This design comes from an exercise in tuning for small area on the open sky130 flow, not from production work. Function was checked by simulation only, so behaviour that the tests miss may differ from the original.

## flow/design.v (module list and top-level ports; edited modules follow where they fit)
// module col_ycc2rgb: 5510 lines
// module fa: 4 lines
// module ha: 4 lines
module col_ycc2rgb (
    input  wire        clk,
    input  wire        rst,
    input  wire        in_valid,
    input  wire [1:0]  depth,
    input  wire        full_range,
    input  wire        yc2020,
    input  wire [15:0] y,
    input  wire [15:0] cb,
    input  wire [15:0] cr,
    output reg         out_valid,
    output reg  [15:0] out_r,
    output reg  [15:0] out_g,
    output reg  [15:0] out_b
);
  // ...
==> flow/flow/run.sh <==
#!/bin/bash
# The standard layout (standard.sh, unchanged synthesis), with each port
# buffer made from the smallest buffer cell instead of a delay buffer.
set -e
cd "$(dirname "$0")/.."
export BUFFER_PORTS_ARGS="-buffer_cell sky130_fd_sc_hd__buf_2"
bash standard.sh > standard.log 2>&1
==> flow/standard.sh <==
#!/bin/bash
# synth_recipe.tcl (not shown) runs the flow's synth.tcl, then flattens the netlist and writes it again
# the make line also repeats each setting of config.mk as NAME=value (left out here)
make -C /OpenROAD-flow-scripts/flow DESIGN_CONFIG=/design/flow/config.mk WORK_HOME=/design/flow/orfs CLKGATE_MAP_FILE= SYNTH_SCRIPT=/design/flow/synth_recipe.tcl "${@:-finish}"
==> flow/config.mk <==
export PLATFORM = sky130hd
export DESIGN_NAME = col_ycc2rgb
export DESIGN_NICKNAME = col_ycc2rgb
export VERILOG_FILES = /design/flow/design.v
export SDC_FILE = /design/flow/constraint.sdc
export NUM_CORES = 4
export LEC_CHECK = 0
export ABC_AREA = 1
export CAP_MARGIN = 20
export CORE_MARGIN = 2
export CORE_UTILIZATION = 50
export SLEW_MARGIN = 20
export SYNTH_HIERARCHICAL = 1
==> flow/constraint.sdc <==
create_clock -name core_clock -period 12.0 [get_ports {clk}]
set_input_delay 2.4000 -clock core_clock [delete_from_list [all_inputs] [get_ports {clk}]]
set_output_delay 2.4000 -clock core_clock [all_outputs]
set_load 0.01 [all_outputs]
==> results by group, run 1 <==
Status
  – Status: timing/DRC/antenna clean

Setup path
  – Slowest-stage cell, CP: fa_1
  – Slowest stage delay, CP: 0.54 ns
  – CP Max Fanout: 17

GRT
  – Global route overflow: 0
  – GR Util met1: 55.4%
  – Global routing's busiest layer: met2

Timing
  – Worst Tran Pin Value: approximately 1.1 ns
  – Period utilization: a little over nine tenths
  – Worst hold slack: 2.23 ns
  – Fmax: slightly below 90 MHz
  – RSZ-0062 raised after global routing: false

Layout
  – Design area: 0.0275 mm2
  – FILL cells: 4649
  – Reg area: 981 um2
  – Signal buf overhead: around 5.5%
  – Largest class: multi-input gates

Flow run
  – Max_cap viols: 0

Route
  – Routed wire per std cell: roughly 31 um
  – Max Used Layer: met5
  – Iteration-0 DRC Markers: 3178

Floorplanning
  – Die area: between 0.05 and 0.06 mm2
  – N_taps: approximately 670
  – # IOs: 104

Synth
  – Post-Syn Area per Cell: 9.45 um2
  – Post-synthesis compound-gate area fraction: 14.5%
  – Count of flip-flops with a built-in enable after synthesis: 0
  – Post-synthesis mux area share: 0%
  – Fraction of the mapped netlist area in simple logic gates: between 10% and 20%
  – Top cells by area, synth: fa_1 (55%), o22ai_1 (5.8%), nand2_1 (5.0%)
  – Largest family of logic cells by synthesized area: adder cells

Clock network
  – CTS resizes: 0
  – CTS tree: built
  – Clock Path Buffers: 2

Placement
  – Placed instance count: 3448

Worst hold path
  – Hold depth: 2
  – WHS Endpoint: out_valid
==> run 2, diff against run 1 <==
--- a/flow/config.mk
+++ b/flow/config.mk
@@ -9,5 +9,6 @@
 export CAP_MARGIN = 20
 export CORE_MARGIN = 2
 export CORE_UTILIZATION = 50
+export GPL_TIMING_DRIVEN = 0
 export SLEW_MARGIN = 20
 export SYNTH_HIERARCHICAL = 1
==> results by group, run 2 <==
GRT
  – First-pass GRT wire length: between 150000 and 200000 um
  – M2 GR Usage: 66.2%
  – Initial antenna violation count: 3
  – Global route overflow: 0 (unchanged)
  – GR Util met1: 60.7% (+5.4 points)
  – Global routing's busiest layer: met2
  – Pin count of the biggest net entering global routing: 20
  – Global Route Usage Sum: 46.7%
  – Vias in the first global route: ~25000
  – Grt met3 use: 17.4%

Setup path
  – Startpoint types: input port
  – Cell count along the critical path: 38
  – Delay-heaviest family, CP: adder cells
  – Worst Path Required: 12.19 ns
  – Crit. End Element: flop
  – Slowest stage delay, CP: 0.95 ns (+0.41 ns)
  – Buf/Inv on CP: 7
  – Worst setup endpoint: out_g[11]
  – WS Path Type: in -> reg
  – Worst setup path startpoint: yc2020
  – CP Max Fanout: 10 (-7)
  – Arr. time, crit path: roughly 12 ns
  – Slowest-stage cell, CP: buf_1

Route
  – DR DRC count: 0
  – Router iterations before antenna repair: 9
  – Routed wire per std cell: 34.6 um (+11%)
  – Iteration-0 DRC Markers: 3444 (+8.4%)
  – Final ANT Viol Nets: 0
  – Routed vias/inst: 6.79
  – Total Routed Length: 121000 um
  – Via count: between 20000 and 25000

Synth
  – Register area share after synthesis: 3.83%
  – Top cells by area, synth: fa_1 (55%), o22ai_1 (5.8%), nand2_1 (5.0%)
  – Largest family of logic cells by synthesized area: adder cells
  – Count of flip-flops with a built-in enable after synthesis: 0 (unchanged)
  – Count leader, synth: fa_1
  – Post-Synth Adder-Cell Area: around three fifths
  – FFs w/ async S/R, synth: 0%
  – Post-synth top area share: between 50 and 60%
  – Mapped Cells: 2711
  – Syn Std Cell Area: 0.0256 mm2
  – Post-synthesis mux area share: 0% (unchanged)
  – Post-Syn Area per Cell: 9.45 um2 (unchanged)
  – Post-synthesis cell type count: 48
  – Post-synthesis compound-gate area fraction: 14.5% (unchanged)
  – Synth Flop Type: dfxtp_1
  – Fraction of the mapped netlist area in simple logic gates: 12.6% (unchanged)
  – Yosys top cell by area: fa_1
  – Post-synth top cells: fa_1 (699), nand2_1 (342), o22ai_1 (238)
  – Xor/xnor share of the synthesized area: 4.27%
  – Synthesis Warnings: 7
  – #FFs+latches synth: 49

Timing
  – Final setup viols: 0
  – Period utilization: 97.8% (+2.7 points)
  – Setup TNS: 0 ns
  – Post-layout min period: 11.74 ns
  – Fmax: 85.2 MHz (-2.8%)
  – Max-Slew Margin vs Limit: 18.5%
  – Final Hold Violating Endpoints: 0
  – Fin. max-slew vios: 0
  – Worst Tran Pin Value: 1.22 ns (+0.128 ns)

Layout
  – Fin cells: 3500
  – Area Growth Syn to Fin: 7.07%
  – Commonest non-fill, non-tap cells in the layout: fa_1 (699), nand2_1 (339), o22ai_1 (238), nor2_1 (205), inv_1 (164)
  – Final core utilization: 54.5%
  – Top Registers: out_b: 16 flops, out_g: 16 flops, out_r: 16 flops
  – Share of cells above drive strength 1: 10.1%
  – Final-stage net count: ~3700
  – Most common cell after layout, fill and taps aside: fa_1

Clock network
  – Total CTS buffers: 5
  – Hold Buf Count CTS: 0
  – CTS tree: built
  – Clock Path Buffers: 2 (unchanged)
  – Clock transition time at the flip-flop clock pins of the worst setup and hold paths: about 0.070 ns
  – Num Clock Sinks: 49
  – CTS root buffer: clkbuf_16
  – H-tree depth: 2

Floorplanning
  – Initial Util: 50.9%
  – # IOs: 104 (unchanged)
  – Die width: 230 um
  – FP Rows: 82
  – Core Box Area: 0.0504 mm2
  – Die area: 0.0531 mm2 (unchanged)
  – Die height: 230 um

Placement
  – Input/output buffers: 101
  – Placer Congestion: approximately 1.1
  – Final HPWL DP: 101000 um
  – Placed instance count: 3487 (+1.1%)

Status
  – Status: timing/DRC/antenna clean

Flow run
  – Max_cap viols: 0 (unchanged)

Worst hold path
  – Hold Crit Start: rst
  – HP Class: in -> reg
==> run 2: cell counts after synthesis <==
No cell type changed its count.
==> run 2: repair_timing <==
item / in CTS / in global routing
buffers inserted: 1 / 4
endpoints found under the setup margin: 32 / 42
gates resized for setup: 14 / 59
cloned: 0 / 0
pin swaps: 1 / 2
==> run 2: cell families after synthesis <==
logic type | after synthesis
adders and majority gates | 786
and+or+nand+nor | 761
AOI/OAI and AO/OA | 606
buffers and inverters | 383
xor gates and xnor gates | 125
DFF | 49
other | 1
==> run 2: Yosys stat by module, one instance, submodules excluded <==
module       cells  flops+latches  cell area, um2
fa               1              0            20.0
col_ycc2rgb   1957             49           10900
ha               1              0            12.5
==> run 2: area by class of cell <==
type | instances | area (um2)
antenna | 1 | 2.50
buffer | 169 | 729
clock buffer | 5 | 125
clock inverter | 3 | 21.3
fill | 4715 | 22900
inverter | 212 | 815
multi-input combinational | 2281 | 23400
sequential | 49 | 981
tap | 672 | 841
timing repair buffer | 108 | 569
==> run 2: metal layers <==
metal	part of all wire (%)	up-vias
li1	-	9246
met1	36	11974
met2	41	2074
met3	14	477
met4	8.1	4
met5	0.026	-
==> run 2: through the flow <==
step | hold slack [ns] | area, um2 | setup WS (ns)
4_1_cts | 2.24 | 27200 | 0.00816
2_1_floorplan | 2.47 | 25600 | 0.991
6_report | 2.25 | 27400 | 0.262
3_5_place_dp | 2.56 | 27000 | -1.56
3_3_place_gp | 2.56 | 27000 | -1.87
5_1_grt | 2.26 | 27400 | -0.00564
==> run 2: how the worst min path moves through the flow <==
stage | cells past startpoint | to | slack (ns)
3_5_place_dp | 2 | out_valid | 2.56
5_1_grt | 2 | out_valid | 2.26
3_3_place_gp | 2 | out_valid | 2.56
2_1_floorplan | 1 | out_valid | 2.47
4_1_cts | 2 | out_valid | 2.24
6_report | 2 | out_valid | 2.25
==> run 3, diff against run 2 <==
==> flow/flow/run.sh (replaced) <==
#!/bin/bash
# The standard layout (standard.sh, unchanged synthesis), with each port
# buffer made from the smallest buffer cell instead of a delay buffer.
set -e
cd "$(dirname "$0")/.."
export BUFFER_PORTS_ARGS="-buffer_cell sky130_fd_sc_hd__buf_1"
bash standard.sh > standard.log 2>&1
--- a/flow/config.mk
+++ b/flow/config.mk
@@ -9,6 +9,5 @@
 export CAP_MARGIN = 20
 export CORE_MARGIN = 2
 export CORE_UTILIZATION = 50
-export GPL_TIMING_DRIVEN = 0
 export SLEW_MARGIN = 20
 export SYNTH_HIERARCHICAL = 1
==> results by group, run 3 <==
Clock network
  – Clock Path Buffers: 2 (unchanged)
  – H-tree depth: 2 (unchanged)
  – Num Clock Sinks: 49 (unchanged)
  – CTS tree: built
  – Clock transition time at the flip-flop clock pins of the worst setup and hold paths: 0.08 ns (about the same)
  – Number of setup buffers added after CTS: 0 (-1)
  – CTS root buffer: clkbuf_16
  – Total CTS buffers: 5 (unchanged)

Timing
  – Fmax: 86.8 MHz (+1.9%)
  – Post-layout min period: 11.52 ns (-0.217 ns)
  – Period utilization: 96.0% (-1.8 points)
  – Setup TNS: 0 ns (unchanged)
  – Worst hold slack: 2.23 ns (-0.0198 ns)
  – Fin. max-slew vios: 0 (unchanged)
  – Worst Tran Pin Value: 0.986 ns (-0.237 ns)
  – Max-Slew Margin vs Limit: 34.0% (+16 points)
  – Final setup viols: 0 (unchanged)
  – RSZ-0062 raised after global routing: false
  – Final Hold Violating Endpoints: 0 (unchanged)

Setup path
  – Arr. time, crit path: 11.71 ns (-0.21 ns)
  – Buf/Inv on CP: 6 (-1)
  – Most frequent CP cell: fa_1
  – Slowest stage delay, CP: 0.51 ns (-0.44 ns)
  – Slowest-stage cell, CP: nor2_1
  – Startpoint types: input port
  – Cell count along the critical path: 32 (-16%)
  – Worst setup endpoint: out_r[3]
  – Worst Path Required: 12.19 ns (about the same)
  – Delay-heaviest family, CP: adder cells
  – CP Max Fanout: 32 (+22)
  – Worst setup path startpoint: yc2020
  – WS Path Type: in -> reg
  – Crit. End Element: flop

Synth
  – Synthesis Warnings: 7 (unchanged)
  – Post-synth top cells: fa_1 (699), nand2_1 (342), o22ai_1 (238)
  – Post-synthesis mux area share: 0% (unchanged)
  – Fraction of the mapped netlist area in simple logic gates: 12.6% (unchanged)
  – Count of flip-flops with a built-in enable after synthesis: 0 (unchanged)
  – Xor/xnor share of the synthesized area: 4.27% (unchanged)
  – Post-Synth Adder-Cell Area: 58.9% (unchanged)
  – Syn Std Cell Area: 0.0256 mm2 (unchanged)
  – Count leader, synth: fa_1
  – Yosys top cell by area: fa_1
  – Post-synthesis compound-gate area fraction: 14.5% (unchanged)
  – #FFs+latches synth: 49 (unchanged)
  – Mapped Cells: 2711 (unchanged)
  – Largest family of logic cells by synthesized area: adder cells
  – Post-synthesis cell type count: 48 (unchanged)
  – Synth Flop Type: dfxtp_1
  – FFs w/ async S/R, synth: 0% (unchanged)
  – Post-Syn Area per Cell: 9.45 um2 (unchanged)
  – Top cells by area, synth: fa_1 (55%), o22ai_1 (5.8%), nand2_1 (5.0%)
  – Register area share after synthesis: 3.83% (unchanged)
  – Post-synth top area share: 54.6% (unchanged)

GRT
  – Global route overflow: 0 (unchanged)
  – Vias in the first global route: 23784 (-3.5%)
  – Global Route Usage Sum: 43.2% (-3.5 points)
  – Initial antenna violation count: 3 (unchanged)
  – Pin count of the biggest net entering global routing: 39 (+95%)
  – First-pass GRT wire length: 164000 um (-5.7%)

Worst hold path
  – HP Class: in -> reg

Floorplanning
  – FP Rows: 82 (unchanged)
  – Die height: 230 um (unchanged)
  – # IOs: 104 (unchanged)
  – Initial Util: 50.9% (unchanged)
  – Die width: 230 um (unchanged)
  – Die area: 0.0531 mm2 (unchanged)
  – Core Box Area: 0.0504 mm2 (unchanged)

Layout
  – Share of cells above drive strength 1: 10.4% (+0.25 points)
  – Multi-input logic area: 0.0232 mm2 (-0.74%)
  – Most common cell after layout, fill and taps aside: fa_1
  – Area Growth Syn to Fin: 8.27%
  – Top Registers: out_b: 16 flops, out_g: 16 flops, out_r: 16 flops
  – Commonest non-fill, non-tap cells in the layout: fa_1 (699), nand2_1 (342), o22ai_1 (238), nor2_1 (219), buf_4 (182)
  – Final-stage net count: 3676 (+0.25%)
  – Reg area: 981 um2 (unchanged)
  – FILL cells: 4699 (-0.34%)

Route
  – Routed wire per std cell: 31.7 um (-8.4%)
  – Iteration-0 DRC Markers: 3278 (-4.8%)
  – Final ANT Viol Nets: 0 (unchanged)
  – Total Routed Length: 111000 um (-8.2%)
  – DR DRC count: 0 (unchanged)
  – Routed vias/inst: 6.56 (-3.5%)
  – Via count: 23007 (-3.2%)
  – Router iterations before antenna repair: 8 (-1)

Placement
  – Input/output buffers: 103 (+2.0%)
  – Final HPWL DP: 92300 um (-8.8%)
  – Placer Congestion: 1.01 (-8.7%)

Flow run
  – Max_cap viols: 0 (unchanged)

Status
  – Status: timing/DRC/antenna clean
[run 3: kinds of logic after synthesis]
family | Yosys count
AOI/OAI and AO/OA | 606
xor gates and xnor gates | 125
adders and majority gates | 786
buffers and inverters | 383
DFF | 49
other | 1
and+or+nand+nor | 761
[run 3: per-module statistics from Yosys (local to each module, per instance)]
module | area [um2] | times used | cells
ha | 12.5 | 55 | 1
fa | 20.0 | 699 | 1
col_ycc2rgb | 10900 | 1 | 1957
[run 3: timing repair]
action / CTS / global route
hold buffers: 0 / 0
setup endpoints to repair: 0 / 16
resized for setup: 0 / 3
[run 3: layout make-up]
cell class                      instances  share of cell area, %
Clock buffer                            5                  0.451
Multi-Input combinational cell       2281                   83.5
Timing Repair Buffer                  286                   6.40
Sequential cell                        49                   3.54
Clock inverter                          3                  0.158
Antenna cell                            1                0.00902
Tap cell                              672                   3.03
Inverter                              212                   2.87
[run 3: metrics by stage]
step / util (%) / std cells / setup slack, ns / area [um2]
final: 55.1 / 3509 / 0.480 / 27700
after global placement: 54.7 / 3499 / 0.358 / 27600
after global routing: 55.1 / 3509 / 0.0356 / 27700
after floorplan: - / 2713 / 0.991 / 25600
after detailed placement: 54.7 / 3499 / 0.191 / 27600
after CTS: 55.0 / 3507 / 0.466 / 27700
[run 3: worst min-delay path by stage]
stage | startpoint | end | slack (ns) | cells past startpoint
2_1_floorplan | rst | out_valid | 2.47 | 1
3_3_place_gp | rst | out_valid | 2.55 | 2
3_5_place_dp | rst | out_valid | 2.56 | 2
4_1_cts | rst | out_valid | 2.22 | 2
5_1_grt | rst | out_valid | 2.24 | 2
6_report | rst | out_valid | 2.23 | 2
[run 3: metal layers]
layer / track usage (%) / vias up / part of all wire (%)
li1: - / 9271 / -
met1: 58.1 / 11565 / 37
met2: 60.6 / 1770 / 41
met3: 13.3 / 395 / 13
met4: 27.8 / 6 / 8.4
met5: 0 / - / 0.035
==> run 4, diff against run 3 <==
--- a/flow/config.mk
+++ b/flow/config.mk
@@ -9,5 +9,6 @@
 export CAP_MARGIN = 20
 export CORE_MARGIN = 2
 export CORE_UTILIZATION = 50
+export GPL_TIMING_DRIVEN = 0
 export SLEW_MARGIN = 20
 export SYNTH_HIERARCHICAL = 1
==> results by group, run 4 <==
Timing
  – Period utilization: 96.5% (+0.54 points)
  – Final setup viols: 0 (unchanged)
  – Max-Slew Margin vs Limit: 18.3% (-16 points)
  – Post-layout min period: 11.58 ns (+0.0645 ns)
  – RSZ-0062 raised after global routing: true
  – Setup TNS: 0 ns (unchanged)
  – Worst setup margin: 0.415 ns (-0.0645 ns)
  – Worst hold slack: 2.24 ns (+0.0175 ns)
  – Fmax: 86.3 MHz (-0.56%)
  – Final Hold Violating Endpoints: 0 (unchanged)
  – Worst Tran Pin Value: 1.23 ns (+0.240 ns)
  – Fin. max-slew vios: 0 (unchanged)

Route
  – Via count: 23806 (+3.5%)
  – Router iterations before antenna repair: 10 (+2)
  – Routed wire per std cell: 35.0 um (+10%)
  – Iteration-0 DRC Markers: 3724 (+14%)
  – Final ANT Viol Nets: 0 (unchanged)
  – Routed vias/inst: 6.78 (+3.4%)
  – DR DRC count: 0 (unchanged)
  – Total Routed Length: 123000 um (+10%)

Floorplanning
  – Core Box Area: 0.0504 mm2 (unchanged)
  – Initial Util: 50.9% (unchanged)
  – # IOs: 104 (unchanged)
  – Die area: 0.0531 mm2 (unchanged)
  – FP Rows: 82 (unchanged)
  – Die height: 230 um (unchanged)
  – Die width: 230 um (unchanged)

GRT
  – First-pass GRT wire length: 177000 um (+7.9%)
  – Vias in the first global route: 24969 (+5.0%)
  – Global route overflow: 0 (unchanged)
  – Global Route Usage Sum: 47.7% (+4.5 points)
  – Pin count of the biggest net entering global routing: 20 (-49%)
  – Initial antenna violation count: 2 (-1)

Synth
  – Count of flip-flops with a built-in enable after synthesis: 0 (unchanged)
  – FFs w/ async S/R, synth: 0% (unchanged)
  – Top cells by area, synth: fa_1 (55%), o22ai_1 (5.8%), nand2_1 (5.0%)
  – Yosys top cell by area: fa_1
  – Post-Syn Area per Cell: 9.45 um2 (unchanged)
  – Mapped Cells: 2711 (unchanged)
  – Register area share after synthesis: 3.83% (unchanged)
  – Post-synthesis cell type count: 48 (unchanged)
  – Post-synth top area share: 54.6% (unchanged)
  – #FFs+latches synth: 49 (unchanged)
  – Count leader, synth: fa_1
  – Synth Flop Type: dfxtp_1
  – Synthesis Warnings: 7 (unchanged)
  – Post-synth top cells: fa_1 (699), nand2_1 (342), o22ai_1 (238)
  – Syn Std Cell Area: 0.0256 mm2 (unchanged)

Status
  – Status: timing/DRC/antenna clean

Layout
  – Final-stage net count: 3676 (unchanged)
  – Share of cells above drive strength 1: 7.23% (-3.1 points)
  – Top Registers: out_b: 16 flops, out_g: 16 flops, out_r: 16 flops
  – Design area: 0.0275 mm2 (-0.97%)
  – Fin cells: 3510 (+0.028%)
  – Commonest non-fill, non-tap cells in the layout: fa_1 (699), nand2_1 (338), o22ai_1 (238), nor2_1 (204), inv_1 (163)
  – Most common cell after layout, fill and taps aside: fa_1
  – Area Growth Syn to Fin: 7.22%

Clock network
  – H-tree depth: 2 (unchanged)
  – Clock transition time at the flip-flop clock pins of the worst setup and hold paths: 0.07 ns (about the same)
  – Num Clock Sinks: 49 (unchanged)
  – Total CTS buffers: 5 (unchanged)
  – Hold Buf Count CTS: 0 (unchanged)
  – CTS root buffer: clkbuf_16
  – Clock Path Buffers: 2 (unchanged)
  – CTS tree: built

Placement
  – Final HPWL DP: 103000 um (+11%)
  – Dpl cell area: 0.0269 mm2 (-2.3%)
  – Pre-CTS setup slack: -1.49 ns (-1.68 ns)
  – Placer Congestion: 1.07 (+6.9%)
  – Placed instance count: 3488 (-0.31%)
  – Input/output buffers: 101 (-1.9%)

Worst hold path
  – HP Class: in -> reg

Setup path
  – Slowest-stage cell, CP: clkdlybuf4s15_1
  – Worst Path Required: 12.23 ns (+0.04 ns)
  – Slowest stage delay, CP: 0.75 ns (+0.24 ns)
  – Crit. End Element: flop
  – Startpoint types: input port
  – WS Path Type: in -> reg
  – CP Max Fanout: 11 (-66%)
  – Arr. time, crit path: 11.82 ns (+0.11 ns)

Flow run
  – Max_cap viols: 0 (unchanged)
[run 4: changes by cell type in the layout (fill, tap and decap cells not counted), sizes merged]
cell,previous run,this run
clkinvlp,0,2
diode,1,2
clkinv,29,26
clkbuf,6,131
buf,285,159
clkdlybuf4s15,0,2
[run 4: worst max-delay path, delay by kind of cell]
family                   cells  cell delay [ns]
adder cells (fa/ha/maj)     11             4.40
XOR/XNOR                     1             0.22
buffers and inverters        7             2.05
AND/OR/NAND/NOR             16             2.09
AO/OA/AOI/OAI                3             0.65
[run 4: logic make-up (layout without fill, tap and decap cells)]
family | after synthesis | after routing | synth area share [%]
buffers and inverters | 383 | 506 | 5.85
and+or+nand+nor | 761 | 761 | 12.6
AOI/OAI and AO/OA | 606 | 606 | 14.5
DFF | 49 | 49 | 3.83
other | 1 | 5 | 0.0146
adders and majority gates | 786 | 786 | 58.9
xor gates and xnor gates | 125 | 125 | 4.27
[run 4: final cells by class]
class | count | area, um2
Antenna cell | 2 | 5.00
Buffer | 168 | 754
Clock buffer | 6 | 129
Clock inverter | 2 | 38.8
Fill cell | 4652 | 22900
Inverter | 212 | 816
Multi-Input combinational cell | 2281 | 23400
Sequential cell | 49 | 981
Tap cell | 672 | 841
Timing Repair Buffer | 118 | 548
[run 4: path summary, 6_finish.rpt]
kind | startpoint | endpoint | slack (ns) | cells after the start
worst max-delay path | full_range | out_g[0] | 0.42 | 38
worst min-delay path | rst | out_valid | 2.24 | 2
[run 4: per-module statistics from Yosys (local to each module, per instance)]
module / copies in the design / cells
fa: 699 / 1
col_ycc2rgb: 1 / 1957
ha: 55 / 1
[run 4: per-layer routing]
metal | vias to the layer above | routed length, um | GRT usage, %
met4 | 4 | 9890 | 28.4
li1 | 9277 | - | -
met1 | 11960 | 44200 | 61.9
met2 | 2100 | 49700 | 66.1
met5 | - | 27 | 0
met3 | 465 | 19200 | 20.6
[run 4: metrics by stage]
stage               util [%]
CTS                     53.8
global placement        53.3
detailed placement      53.4
finish                  54.5
global route            54.5
floorplan                  -
[run 4: what timing repair did]
action                                  4_1_cts  5_1_grt
resized for setup                            14       84
buffers inserted                              1       11
endpoints found under the setup margin       32       42
pin swaps                                     1        4
endpoints found under the hold margin         0        0
==> run 5, diff against run 4 <==
--- a/flow/flow/run.sh
+++ b/flow/flow/run.sh
@@ -4,4 +4,5 @@
 set -e
 cd "$(dirname "$0")/.."
 export BUFFER_PORTS_ARGS="-buffer_cell sky130_fd_sc_hd__buf_1"
+export REMOVE_ABC_BUFFERS=1
 bash standard.sh > standard.log 2>&1
--- a/flow/config.mk
+++ b/flow/config.mk
@@ -9,6 +9,7 @@
 export CAP_MARGIN = 20
 export CORE_MARGIN = 2
 export CORE_UTILIZATION = 50
+export CTS_BUF_LIST = sky130_fd_sc_hd__clkbuf_4 sky130_fd_sc_hd__clkbuf_8
 export GPL_TIMING_DRIVEN = 0
 export SLEW_MARGIN = 20
 export SYNTH_HIERARCHICAL = 1
==> results by group, run 5 <==
Timing
  – Worst setup margin: 0.393 ns (-0.0226 ns)
  – Worst Tran Pin Value: 1.17 ns (-0.0571 ns)
  – Post-layout min period: 11.61 ns (+0.0226 ns)
  – Final Hold Violating Endpoints: 0 (unchanged)
  – Max-Slew Margin vs Limit: 21.6% (+3.3 points)
  – Fin. max-slew vios: 0 (unchanged)
  – Worst hold slack: 2.19 ns (-0.0570 ns)
  – Period utilization: 96.7% (+0.19 points)
  – Fmax: 86.2 MHz (-0.19%)
  – Final setup viols: 0 (unchanged)

Route
  – Router iterations before antenna repair: 8 (-2)
  – Total Routed Length: 104000 um (-16%)
  – Routed vias/inst: 6.59 (-2.8%)
  – Iteration-0 DRC Markers: 2828 (-24%)
  – DR DRC count: 0 (unchanged)
  – Via count: 22386 (-6.0%)
  – Routed wire per std cell: 30.5 um (-13%)
  – Final ANT Viol Nets: 0 (unchanged)

Layout
  – Final-stage net count: 3562 (-3.1%)
  – Share of cells above drive strength 1: 8.67% (+1.4 points)
  – Commonest non-fill, non-tap cells in the layout: fa_1 (699), nand2_1 (332), o22ai_1 (238), nor2_1 (192), inv_1 (155)
  – Top Registers: out_b: 16 flops, out_g: 16 flops, out_r: 16 flops
  – Fin cells: 3397 (-3.2%)
  – Design area: 0.0274 mm2 (-0.15%)
  – Most common cell after layout, fill and taps aside: fa_1
  – Area Growth Syn to Fin: 7.06%
  – Final core utilization: 54.5% (-0.082 points)

Setup path
  – Crit. End Element: flop
  – Arr. time, crit path: 11.90 ns (+0.08 ns)
  – Startpoint types: input port
  – Buf/Inv on CP: 7 (unchanged)
  – Worst Path Required: 12.29 ns (+0.06 ns)
  – Most frequent CP cell: fa_1
  – Delay-heaviest family, CP: adder cells
  – Slowest stage delay, CP: 0.51 ns (-0.24 ns)
  – WS Path Type: in -> reg
  – Slowest-stage cell, CP: fa_1
  – CP Max Fanout: 30 (+19)

Clock network
  – Clock transition time at the flip-flop clock pins of the worst setup and hold paths: 0.11 ns (+0.04 ns)
  – Num Clock Sinks: 49 (unchanged)
  – Hold Buf Count CTS: 0 (unchanged)
  – CTS tree: built
  – CTS root buffer: clkbuf_8
  – Clock Path Buffers: 2 (unchanged)
  – H-tree depth: 2 (unchanged)
  – Total CTS buffers: 5 (unchanged)

Synth
  – Top cells by area, synth: fa_1 (55%), o22ai_1 (5.8%), nand2_1 (5.0%)
  – Count leader, synth: fa_1
  – Count of flip-flops with a built-in enable after synthesis: 0 (unchanged)
  – Post-synth top area share: 54.6% (unchanged)
  – Post-synthesis cell type count: 48 (unchanged)
  – #FFs+latches synth: 49 (unchanged)
  – Synthesis Warnings: 7 (unchanged)
  – Yosys top cell by area: fa_1
  – FFs w/ async S/R, synth: 0% (unchanged)
  – Synth Flop Type: dfxtp_1
  – Post-Syn Area per Cell: 9.45 um2 (unchanged)
  – Post-synth top cells: fa_1 (699), nand2_1 (342), o22ai_1 (238)
  – Register area share after synthesis: 3.83% (unchanged)
  – Mapped Cells: 2711 (unchanged)
  – Syn Std Cell Area: 0.0256 mm2 (unchanged)

Placement
  – Placed instance count: 3336 (-4.4%)
  – Dpl cell area: 0.0265 mm2 (-1.5%)
  – Input/output buffers: 103 (+2.0%)
  – Placer Congestion: 0.995 (-7.4%)
  – Final HPWL DP: 82000 um (-20%)
  – Pre-CTS setup slack: -2.25 ns (-0.763 ns)

Flow run
  – Max_cap viols: 0 (unchanged)

Floorplanning
  – Initial Util: 50.9% (unchanged)
  – # IOs: 104 (unchanged)
  – Die width: 230 um (unchanged)
  – Die area: 0.0531 mm2 (unchanged)
  – Die height: 230 um (unchanged)
  – Core Box Area: 0.0504 mm2 (unchanged)
  – FP Rows: 82 (unchanged)

GRT
  – Initial antenna violation count: 3 (+1)
  – Pin count of the biggest net entering global routing: 43 (+110%)
  – Global route overflow: 0 (unchanged)
  – First-pass GRT wire length: 153000 um (-13%)
  – Global Route Usage Sum: 40.0% (-7.7 points)
  – Vias in the first global route: 22994 (-7.9%)

Worst hold path
  – Hold Crit Start: rst
  – HP Class: in -> reg
  – WHS Endpoint: out_valid
  – Hold depth: 2 (unchanged)

Status
  – Status: timing/DRC/antenna clean
## run 5: layout make-up
cell class              instances  area [um2]
clock buffers                   5        68.8
fillers                      4634       22900
repair buffers                168        1100
multi-input cells            2283       23500
diodes                          3        7.51
flip-flops and latches         49         981
repair inverters                2        10.0
clock inverters                 3        28.8
well taps                     672         841
inverters                     212         876
## run 5: per-module statistics from Yosys, one instance, submodules excluded
module / times used / flip-flops and latches
ha: 55 / 0
fa: 699 / 0
col_ycc2rgb: 1 / 49
## run 5: routing by layer
metal	vias to the layer above	wire [um]	share of wire (%)	global-route usage, %
met5	-	105	0.10	0
met4	4	8000	7.7	24.2
met3	306	11800	11	10.4
met2	1632	44800	43	58.9
met1	11376	38800	37	53.3
li1	9068	-	-	-
## run 5: worst max-delay path by stage
stage                     from         to  slack [ns]  cells past startpoint
finish              full_range   out_r[5]        0.39                     33
global route        full_range  out_b[15]       -0.02                     37
CTS                 full_range   out_r[7]        0.04                     33
detailed placement      yc2020  out_g[14]       -2.25                     41
global placement    full_range  out_g[12]       -8.46                     39
floorplan           full_range   out_g[0]       -0.89                     37
## run 5: what timing repair did
item / CTS / global route
resized for setup: 43 / 50
buffers inserted: 13 / 31
endpoints found under the setup margin: 48 / 48
cloned: 2 / 2
pin swaps: 5 / 12
## run 5: cells by family (layout without fill, tap and decap cells)
kind of cell             Yosys count  in the layout  synth area share (%)
flip-flops                        49             49                  3.83
other                              1              6                0.0146
adder cells (fa/ha/maj)          786            786                  58.9
XOR/XNOR                         125            125                  4.27
AO/OA/AOI/OAI                    606            606                  14.5
AND/OR/NAND/NOR                  761            763                  12.6
buffers and inverters            383            390                  5.85
## run 5: metrics by stage
stage	setup TNS (ns)
detailed placement	-88.74
global route	-0.0252
floorplan	-13.54
global placement	-356.91
finish	0
CTS	0
==> run 6, diff against run 5 <==
--- a/flow/flow/run.sh
+++ b/flow/flow/run.sh
@@ -4,5 +4,4 @@
 set -e
 cd "$(dirname "$0")/.."
 export BUFFER_PORTS_ARGS="-buffer_cell sky130_fd_sc_hd__buf_1"
-export REMOVE_ABC_BUFFERS=1
 bash standard.sh > standard.log 2>&1
==> results by group, run 6 <==
Setup path
  – Most frequent CP cell: fa_1
  – WS Path Type: in -> reg
  – Slowest-stage cell, CP: fa_1
  – Slowest stage delay, CP: 0.52 ns (about the same)
  – Crit. End Element: flop
  – Worst setup path startpoint: depth[1]
  – CP Max Fanout: 10 (-67%)
  – Startpoint types: input port
  – Worst Path Required: 12.23 ns (-0.06 ns)
  – Arr. time, crit path: 11.76 ns (-0.14 ns)

Route
  – Via count: 23882 (+6.7%)
  – DR DRC count: 0 (unchanged)
  – Total Routed Length: 123000 um (+19%)
  – Routed wire per std cell: 35.0 um (+15%)
  – Final ANT Viol Nets: 0 (unchanged)
  – Routed vias/inst: 6.81 (+3.3%)
  – Router iterations before antenna repair: 9 (+1)
  – Iteration-0 DRC Markers: 3597 (+27%)

Timing
  – Fin. max-slew vios: 0 (unchanged)
  – Worst Tran Pin Value: 1.31 ns (+0.146 ns)
  – Worst hold slack: 2.21 ns (+0.0271 ns)
  – RSZ-0062 raised after global routing: true
  – Final setup viols: 0 (unchanged)
  – Max-Slew Margin vs Limit: 12.4% (-9.3 points)
  – Post-layout min period: 11.54 ns (-0.0688 ns)
  – Period utilization: 96.2% (-0.57 points)
  – Final Hold Violating Endpoints: 0 (unchanged)
  – Fmax: 86.7 MHz (+0.60%)

Layout
  – Design area: 0.0274 mm2 (about the same)
  – Top Registers: out_b: 16 flops, out_g: 16 flops, out_r: 16 flops
  – Most common cell after layout, fill and taps aside: fa_1
  – Commonest non-fill, non-tap cells in the layout: fa_1 (699), nand2_1 (338), o22ai_1 (238), nor2_1 (204), inv_1 (162)
  – Final-stage net count: 3673 (+3.1%)
  – Share of cells above drive strength 1: 7.17% (-1.5 points)
  – FILL cells: 4657 (+0.50%)
  – Area Growth Syn to Fin: 6.97% (about the same)

Clock network
  – Clock Path Buffers: 2 (unchanged)
  – Clock transition time at the flip-flop clock pins of the worst setup and hold paths: 0.10 ns (about the same)
  – CTS tree: built
  – Num Clock Sinks: 49 (unchanged)
  – Total CTS buffers: 5 (unchanged)
  – Hold Buf Count CTS: 0 (unchanged)
  – H-tree depth: 2 (unchanged)
  – CTS root buffer: clkbuf_8

Synth
  – Post-synthesis cell type count: 48 (unchanged)
  – Post-synth top cells: fa_1 (699), nand2_1 (342), o22ai_1 (238)
  – Count of flip-flops with a built-in enable after synthesis: 0 (unchanged)
  – Top cells by area, synth: fa_1 (55%), o22ai_1 (5.8%), nand2_1 (5.0%)
  – Syn Std Cell Area: 0.0256 mm2 (unchanged)
  – Register area share after synthesis: 3.83% (unchanged)
  – Yosys top cell by area: fa_1
  – Post-Syn Area per Cell: 9.45 um2 (unchanged)
  – Synth Flop Type: dfxtp_1
  – Synthesis Warnings: 7 (unchanged)
  – FFs w/ async S/R, synth: 0% (unchanged)
  – Mapped Cells: 2711 (unchanged)
  – Post-synth top area share: 54.6% (unchanged)
  – #FFs+latches synth: 49 (unchanged)
  – Count leader, synth: fa_1

Floorplanning
  – Core Box Area: 0.0504 mm2 (unchanged)
  – # IOs: 104 (unchanged)
  – FP Rows: 82 (unchanged)
  – Initial Util: 50.9% (unchanged)
  – Die width: 230 um (unchanged)
  – Die area: 0.0531 mm2 (unchanged)
  – Die height: 230 um (unchanged)

Worst hold path
  – Hold Crit Start: rst
  – HP Class: in -> reg

Placement
  – Final HPWL DP: 103000 um (+25%)
  – Placer Congestion: 1.07 (+8.0%)
  – Input/output buffers: 101 (-1.9%)
  – Dpl cell area: 0.0269 mm2 (+1.5%)

Status
  – Status: timing/DRC/antenna clean

GRT
  – Initial antenna violation count: 1 (-2)
  – Global route overflow: 0 (unchanged)
  – First-pass GRT wire length: 177000 um (+15%)
  – Global Route Usage Sum: 47.6% (+7.6 points)
  – Pin count of the biggest net entering global routing: 20 (-53%)
  – Vias in the first global route: 24944 (+8.5%)

Flow run
  – Max_cap viols: 0 (unchanged)
## run 6: cell counts after synthesis
Identical to the previous run, type by type.
## run 6: cell families (layout without fill, tap and decap cells)
| group | Yosys count | after routing | share of synthesized area (%) |
|---|---|---|---|
| flip-flops | 49 | 49 | 3.83 |
| AO/OA/AOI/OAI | 606 | 606 | 14.5 |
| other | 1 | 7 | 0.0146 |
| adder cells (fa/ha/maj) | 786 | 786 | 58.9 |
| buffers and inverters | 383 | 503 | 5.85 |
| AND/OR/NAND/NOR | 761 | 761 | 12.6 |
| XOR/XNOR | 125 | 125 | 4.27 |
## run 6: modules after synthesis (local to each module, per instance)
module | flops+latches | times used
col_ycc2rgb | 49 | 1
fa | 0 | 699
ha | 0 | 55
## run 6: worst max-delay path: cells and delay by family
family	cells	cell delay, ns
AO/OA/AOI/OAI	4	0.81
buffers and inverters	7	1.45
AND/OR/NAND/NOR	17	2.28
adder cells (fa/ha/maj)	12	4.80
## run 6: through the flow
| step | util, % | worst slack, ns | TNS, ns | std cells |
|---|---|---|---|---|
| 2_1_floorplan | - | 0.991 | 0 | 2713 |
| 3_3_place_gp | 53.3 | -1.76 | -44.03 | 3486 |
| 3_5_place_dp | 53.4 | -1.49 | -29.40 | 3488 |
| 4_1_cts | 53.7 | 0.00567 | 0 | 3495 |
| 5_1_grt | 54.4 | -0.0162 | -0.0162 | 3505 |
| 6_report | 54.4 | 0.462 | 0 | 3509 |
## run 6: path summary, 6_finish.rpt
kind / slack, ns / cells past startpoint / endpoint
setup / recovery: 0.46 / 40 / out_g[11]
hold / removal: 2.21 / 2 / out_valid
## run 6: final cells by class
class	instances	area, um2	share of cell area [%]
Tap cell	672	841	3.07
Sequential cell	49	981	3.58
Clock buffer	6	76.3	0.278
Antenna cell	4	10.0	0.0365
Inverter	212	816	2.98
Timing Repair Buffer	115	522	1.90
Multi-Input combinational cell	2281	23400	85.2
Buffer	168	763	2.78
Clock inverter	2	38.8	0.142
## run 6: repair_timing
action                     4_1_cts  5_1_grt
setup endpoints to repair       32       42
buffers inserted                 1        9
pin swaps                        1        3
gates resized for setup         13       84
## run 6: routing by layer
metal	vias up	global-route usage [%]	part of all wire, %
met3	447	20.2	15
met4	0	27.4	7.7
met2	2082	66.5	41
li1	9274	-	-
met1	12079	62.0	36
met5	-	0	0
==> run 7, diff against run 6 <==
--- a/flow/flow/run.sh
+++ b/flow/flow/run.sh
@@ -4,4 +4,5 @@
 set -e
 cd "$(dirname "$0")/.."
 export BUFFER_PORTS_ARGS="-buffer_cell sky130_fd_sc_hd__buf_1"
+export REMOVE_ABC_BUFFERS=1
 bash standard.sh > standard.log 2>&1
--- a/flow/config.mk
+++ b/flow/config.mk
@@ -6,10 +6,10 @@
 export NUM_CORES = 4
 export LEC_CHECK = 0
 export ABC_AREA = 1
-export CAP_MARGIN = 20
+export CAP_MARGIN = 0
 export CORE_MARGIN = 2
 export CORE_UTILIZATION = 50
 export CTS_BUF_LIST = sky130_fd_sc_hd__clkbuf_4 sky130_fd_sc_hd__clkbuf_8
 export GPL_TIMING_DRIVEN = 0
-export SLEW_MARGIN = 20
+export SLEW_MARGIN = 0
 export SYNTH_HIERARCHICAL = 1
==> results by group, run 7 <==
Synth
  – Top cells by area, synth: fa_1 (55%), o22ai_1 (5.8%), nand2_1 (5.0%)
  – Post-synthesis compound-gate area fraction: 14.5% (unchanged)
  – Post-synthesis mux area share: 0% (unchanged)
  – Synthesis Warnings: 7 (unchanged)
  – Post-Synth Adder-Cell Area: 58.9% (unchanged)
  – #FFs+latches synth: 49 (unchanged)
  – Syn Std Cell Area: 0.0256 mm2 (unchanged)
  – Largest family of logic cells by synthesized area: adder cells
  – Post-synth top cells: fa_1 (699), nand2_1 (342), o22ai_1 (238)
  – Count of flip-flops with a built-in enable after synthesis: 0 (unchanged)
  – Post-synthesis cell type count: 48 (unchanged)
  – Xor/xnor share of the synthesized area: 4.27% (unchanged)
  – Register area share after synthesis: 3.83% (unchanged)
  – Count leader, synth: fa_1
  – FFs w/ async S/R, synth: 0% (unchanged)
  – Post-Syn Area per Cell: 9.45 um2 (unchanged)
  – Post-synth top area share: 54.6% (unchanged)
  – Mapped Cells: 2711 (unchanged)
  – Fraction of the mapped netlist area in simple logic gates: 12.6% (unchanged)
  – Synth Flop Type: dfxtp_1
  – Yosys top cell by area: fa_1

Setup path
  – Worst Path Required: 12.29 ns (+0.06 ns)
  – Crit. End Element: flop
  – Slowest stage delay, CP: 0.62 ns (+0.10 ns)
  – CP Max Fanout: 42 (+32)
  – Arr. time, crit path: 12.00 ns (+0.24 ns)
  – Most frequent CP cell: fa_1
  – Startpoint types: input port
  – Slowest-stage cell, CP: nor2_4
  – WS Path Type: in -> reg

Timing
  – RSZ-0062 raised after global routing: true
  – Final Hold Violating Endpoints: 0 (unchanged)
  – Worst Tran Pin Value: 1.26 ns (-0.0531 ns)
  – Post-layout min period: 11.71 ns (+0.171 ns)
  – Fin. max-slew vios: 0 (unchanged)
  – Worst setup margin: 0.291 ns (-0.171 ns)
  – Final setup viols: 0 (unchanged)
  – Max-Slew Margin vs Limit: 15.4% (+3.0 points)
  – Fmax: 85.4 MHz (-1.5%)
  – Period utilization: 97.6% (+1.4 points)
  – Setup TNS: 0 ns (unchanged)

Layout
  – Most common cell after layout, fill and taps aside: fa_1
  – Commonest non-fill, non-tap cells in the layout: fa_1 (699), nand2_1 (331), o22ai_1 (238), nor2_1 (194), inv_1 (157)
  – Final-stage net count: 3555 (-3.2%)
  – FILL cells: 4678 (+0.45%)
  – Share of cells above drive strength 1: 8.29% (+1.1 points)
  – Top Registers: out_b: 16 flops, out_g: 16 flops, out_r: 16 flops
  – Area Growth Syn to Fin: 6.44%
  – Final core utilization: 54.1% (-0.27 points)

Route
  – Routed wire per std cell: 30.6 um (-13%)
  – Router iterations before antenna repair: 8 (-1)
  – Final ANT Viol Nets: 0 (unchanged)
  – Total Routed Length: 104000 um (-16%)
  – DR DRC count: 0 (unchanged)
  – Via count: 22347 (-6.4%)
  – Routed vias/inst: 6.59 (-3.1%)
  – Iteration-0 DRC Markers: 3031 (-16%)

Clock network
  – Total CTS buffers: 5 (unchanged)
  – CTS root buffer: clkbuf_8
  – Clock transition time at the flip-flop clock pins of the worst setup and hold paths: 0.11 ns (about the same)
  – H-tree depth: 2 (unchanged)
  – CTS tree: built
  – Num Clock Sinks: 49 (unchanged)
  – Hold Buf Count CTS: 0 (unchanged)
  – Clock Path Buffers: 2 (unchanged)

GRT
  – Pin count of the biggest net entering global routing: 43 (+110%)
  – Initial antenna violation count: 4 (+3)
  – First-pass GRT wire length: 153000 um (-14%)
  – Global Route Usage Sum: 39.8% (-7.8 points)
  – Global route overflow: 0 (unchanged)
  – Vias in the first global route: 22867 (-8.3%)

Placement
  – Input/output buffers: 103 (+2.0%)
  – Final HPWL DP: 81300 um (-21%)
  – Pre-CTS setup slack: -3.24 ns (-1.75 ns)
  – Placer Congestion: 0.995 (-7.4%)

Floorplanning
  – Core Box Area: 0.0504 mm2 (unchanged)
  – Die area: 0.0531 mm2 (unchanged)
  – # IOs: 104 (unchanged)
  – Die height: 230 um (unchanged)
  – Initial Util: 50.9% (unchanged)
  – FP Rows: 82 (unchanged)
  – Die width: 230 um (unchanged)

Status
  – Status: timing/DRC/antenna clean

Flow run
  – Max_cap viols: 0 (unchanged)

Worst hold path
  – HP Class: in -> reg
run 7: cell counts after synthesis:
No cell type changed its count.
run 7: through the flow:
stage	hold WS (ns)	instance area [um2]	instances
4_1_cts	2.16	26800	3349
3_3_place_gp	2.56	26200	3317
2_1_floorplan	2.47	24900	2542
3_5_place_dp	2.55	26300	3328
5_1_grt	2.18	27300	3388
6_report	2.19	27300	3389
run 7: timing repair:
item / in CTS / in global routing
gates resized for setup: 62 / 50
buffers inserted: 11 / 35
endpoints found under the setup margin: 48 / 48
pin swaps: 6 / 12
cloned: 2 / 3
run 7: cell families (layout without fill, tap and decap cells):
logic type	after synthesis	after routing
buf+inv	383	382
fa+ha+maj	786	786
simple gates	761	764
flops	49	49
other cells	1	5
xor+xnor	125	125
compound gates	606	606
run 7: path summary, 6_finish.rpt:
check | start | end | cells past startpoint
max | full_range | out_r[5] | 31
min | rst | out_valid | 2
run 7: routing by layer:
layer  share of wire (%)  global-route usage (%)  vias to the layer above
li1                    -                       -                     9039
met1                  37                    52.1                    11370
met2                  44                    59.1                     1643
met3                  12                    11.8                      293
met4                 7.4                    23.1                        2
met5               0.013                   0.919                        -
run 7: layout make-up:
cell class | instances | area, um2 | share of cell area (%)
clock inverter | 3 | 28.8 | 0.106
timing repair buffer | 160 | 930 | 3.41
sequential | 49 | 981 | 3.60
antenna | 2 | 5.00 | 0.0184
inverter | 212 | 876 | 3.21
multi-input combinational | 2284 | 23500 | 86.3
timing repair inverter | 2 | 10.0 | 0.0367
clock buffer | 5 | 68.8 | 0.252
tap | 672 | 841 | 3.08
run 7: Yosys stat by module, one instance, submodules excluded:
module | flip-flops and latches | times used | cell area, um2 | cells
col_ycc2rgb | 49 | 1 | 10900 | 1957
fa | 0 | 699 | 20.0 | 1
ha | 0 | 55 | 12.5 | 1
run 7: critical path, delay by kind of cell:
kind	cells	cell delay [ns]
XOR/XNOR	1	0.42
adder cells (fa/ha/maj)	12	4.78
AO/OA/AOI/OAI	2	0.37
AND/OR/NAND/NOR	10	2.36
buffers and inverters	6	1.59
==> run 8, diff against run 7 <==
==> flow/run.sh (new file) <==
#!/bin/bash
# synth_recipe.tcl (not shown) runs the flow's synth.tcl, then flattens the netlist and writes it again
# the make line also repeats each setting of config.mk as NAME=value (left out here)
make -C /OpenROAD-flow-scripts/flow DESIGN_CONFIG=/design/flow/config.mk WORK_HOME=/design/flow/orfs CLKGATE_MAP_FILE= SYNTH_SCRIPT=/design/flow/synth_recipe.tcl finish
==> flow/config.mk (replaced) <==
export PLATFORM = sky130hd
export DESIGN_NAME = col_ycc2rgb
export DESIGN_NICKNAME = col_ycc2rgb
export VERILOG_FILES = /design/flow/design.v
export SDC_FILE = /design/flow/constraint.sdc
export NUM_CORES = 4
export LEC_CHECK = 0
export ABC_AREA = 1
export CAP_MARGIN = 20
export CORE_MARGIN = 2
export CORE_UTILIZATION = 50
export SLEW_MARGIN = 20
export SYNTH_HIERARCHICAL = 1
removed: flow/flow/run.sh
removed: flow/standard.sh
==> results by group, run 8 <==
Status
  – Status: timing/DRC/antenna clean

Layout
  – Most common cell after layout, fill and taps aside: fa_1
  – Top Registers: out_b: 16 flops, out_g: 16 flops, out_r: 16 flops
  – Area Growth Syn to Fin: 10.9%
  – Commonest non-fill, non-tap cells in the layout: fa_1 (699), nand2_1 (342), o22ai_1 (238), nor2_1 (220), buf_4 (192)
  – Fin cells: 3520 (+3.9%)
  – Final core utilization: 56.4% (+2.3 points)
  – Final-stage net count: 3686 (+3.7%)
  – Share of cells above drive strength 1: 10.6% (+2.4 points)

Placement
  – Final HPWL DP: 91800 um (+13%)
  – Input/output buffers: 103 (unchanged)
  – Placer Congestion: 1.06 (+6.3%)
  – Placed instance count: 3510 (+5.5%)

Setup path
  – Arr. time, crit path: 11.61 ns (-0.39 ns)
  – Startpoint types: input port
  – CP Max Fanout: 15 (-64%)
  – WS Path Type: in -> reg
  – Crit. End Element: flop
  – Slowest-stage cell, CP: clkdlybuf4s50_1
  – Slowest stage delay, CP: 0.58 ns (-0.04 ns)
  – Worst Path Required: 12.24 ns (-0.05 ns)

GRT
  – Vias in the first global route: 24260 (+6.1%)
  – Global Route Usage Sum: 43.1% (+3.2 points)
  – Global route overflow: 0 (unchanged)
  – Initial antenna violation count: 1 (-3)
  – First-pass GRT wire length: 164000 um (+7.6%)
  – Pin count of the biggest net entering global routing: 42 (-2.3%)

Synth
  – #FFs+latches synth: 49 (unchanged)
  – FFs w/ async S/R, synth: 0% (unchanged)
  – Post-Synth Adder-Cell Area: 58.9% (unchanged)
  – Synthesis Warnings: 7 (unchanged)
  – Count leader, synth: fa_1
  – Post-Syn Area per Cell: 9.45 um2 (unchanged)
  – Post-synth top area share: 54.6% (unchanged)
  – Mapped Cells: 2711 (unchanged)
  – Largest family of logic cells by synthesized area: adder cells
  – Post-synth top cells: fa_1 (699), nand2_1 (342), o22ai_1 (238)
  – Xor/xnor share of the synthesized area: 4.27% (unchanged)
  – Fraction of the mapped netlist area in simple logic gates: 12.6% (unchanged)
  – Yosys top cell by area: fa_1
  – Post-synthesis mux area share: 0% (unchanged)
  – Syn Std Cell Area: 0.0256 mm2 (unchanged)
  – Count of flip-flops with a built-in enable after synthesis: 0 (unchanged)
  – Top cells by area, synth: fa_1 (55%), o22ai_1 (5.8%), nand2_1 (5.0%)
  – Synth Flop Type: dfxtp_1
  – Post-synthesis cell type count: 48 (unchanged)
  – Register area share after synthesis: 3.83% (unchanged)
  – Post-synthesis compound-gate area fraction: 14.5% (unchanged)

Clock network
  – H-tree depth: 2 (unchanged)
  – Num Clock Sinks: 49 (unchanged)
  – Total CTS buffers: 5 (unchanged)
  – Clock Path Buffers: 2 (unchanged)
  – Number of setup buffers added after CTS: 0 (-11)
  – CTS tree: built
  – Hold Buf Count CTS: 0 (unchanged)
  – Clock transition time at the flip-flop clock pins of the worst setup and hold paths: 0.07 ns (-0.04 ns)
  – CTS root buffer: clkbuf_16

Route
  – Final ANT Viol Nets: 0 (unchanged)
  – Router iterations before antenna repair: 9 (+1)
  – Routed wire per std cell: 31.4 um (+2.8%)
  – Via count: 23016 (+3.0%)
  – Iteration-0 DRC Markers: 3305 (+9.0%)
  – DR DRC count: 0 (unchanged)
  – Routed vias/inst: 6.54 (-0.84%)
  – Total Routed Length: 111000 um (+6.7%)

Floorplanning
  – Die area: 0.0531 mm2 (unchanged)
  – FP Rows: 82 (unchanged)
  – Core Box Area: 0.0504 mm2 (unchanged)
  – # IOs: 104 (unchanged)
  – Die width: 230 um (unchanged)
  – Die height: 230 um (unchanged)
  – Initial Util: 50.9% (unchanged)

Timing
  – Fmax: 87.9 MHz (+3.0%)
  – Post-layout min period: 11.37 ns (-0.336 ns)
  – Period utilization: 94.8% (-2.8 points)
  – Worst Tran Pin Value: 1.16 ns (-0.102 ns)
  – Fin. max-slew vios: 0 (unchanged)
  – RSZ-0062 raised after global routing: false
  – Max-Slew Margin vs Limit: 21.7% (+6.3 points)
  – Final Hold Violating Endpoints: 0 (unchanged)
  – Final setup viols: 0 (unchanged)

Worst hold path
  – HP Class: in -> reg

Flow run
  – Max_cap viols: 0 (unchanged)
## run 8: cell counts after synthesis
Identical to the previous run, type by type.
## run 8: worst paths after layout
path | start | endpoint | cells past startpoint
setup / recovery | depth[0] | out_g[12] | 41
hold / removal | in_valid | out_valid | 3
## run 8: cells by family (layout without fill, tap and decap cells)
group,after synthesis,count (layout)
AOI/OAI and AO/OA,606,606
and+or+nand+nor,761,761
DFF,49,49
buffers and inverters,383,516
adders and majority gates,786,786
xor gates and xnor gates,125,125
other,1,5
## run 8: area by class of cell
type / instances / area [um2]
fillers: 4630 / 21900
flip-flops and latches: 49 / 981
clock inverters: 2 / 13.8
diodes: 2 / 5.00
repair buffers: 296 / 2480
multi-input cells: 2281 / 23200
inverters: 212 / 796
clock buffers: 6 / 129
well taps: 672 / 841
## run 8: what timing repair did
action                                  4_1_cts  5_1_grt
resized for setup                             0        3
endpoints found under the hold margin         0        0
endpoints found under the setup margin        0       16
## run 8: routing by layer
| metal | vias up | GRT usage [%] | routed length, um |
|---|---|---|---|
| met4 | 2 | 25.4 | 8430 |
| met3 | 368 | 12.8 | 13900 |
| met1 | 11577 | 57.0 | 40800 |
| li1 | 9304 | - | - |
| met2 | 1765 | 62.9 | 47400 |
| met5 | - | 0 | 12 |
## run 8: worst max-delay path, delay by kind of cell
family | cells | cell delay, ns
AO/OA/AOI/OAI | 4 | 0.71
XOR/XNOR | 1 | 0.21
adder cells (fa/ha/maj) | 12 | 4.63
buffers and inverters | 5 | 1.41
AND/OR/NAND/NOR | 19 | 2.22
## run 8: modules after synthesis (local to each module, per instance)
module       cell area [um2]  times used
fa                      20.0         699
ha                      12.5          55
col_ycc2rgb            10900           1
## run 8: metrics by stage
step	hold slack (ns)	setup TNS (ns)	area, um2	setup WS [ns]
after floorplan	2.47	0	25600	0.991
after global placement	2.92	0	28300	0.186
after detailed placement	2.93	-1.03	28300	-0.140
after CTS	2.61	0	28400	0.168
after global routing	2.64	0	28400	0.0573
final	2.61	0	28400	0.627

[static timing again, ports no longer ideal]
No port has a modelled driver above. Below, the same layouts with a new extraction and two added sets of constraints.
Step 1 sets driving cells, clkbuf_16 on the clock port and buf_2 on the other inputs (assumed; they add their load-dependent delay and slew).
Step 2 times the ports against the registers' clock, not the clock port: input delays grow and output delays shrink by t, the midpoint of the rising clock arrivals with the driver on.
Slacks: ideal ports / drivers / drivers and shift; pairs: ideal ports / drivers.
run	shift t [ns]	setup WS [ns]	worst data-port slew with drivers (ns)
run 1	0.349	0.586 / 0.609 / 0.260	0.07
run 2	0.334	0.262 / 0.276 / -0.058	0.04
run 3	0.348	0.480 / 0.414 / 0.066	0.10
run 4	0.342	0.415 / 0.426 / 0.084	0.04
run 5	0.391	0.393 / 0.418 / 0.027	0.06
run 6	0.357	0.462 / 0.479 / 0.122	0.04
run 7	0.393	0.291 / 0.293 / -0.100	0.07
run 8	0.354	0.627 / 0.638 / 0.284	0.05
Met with ideal ports but missed after step 2: setup timing in run 2 and run 7. For run 3, which loses most, drivers alone change the setup slack by -0.066 ns; drivers and shift together by -0.414 ns.
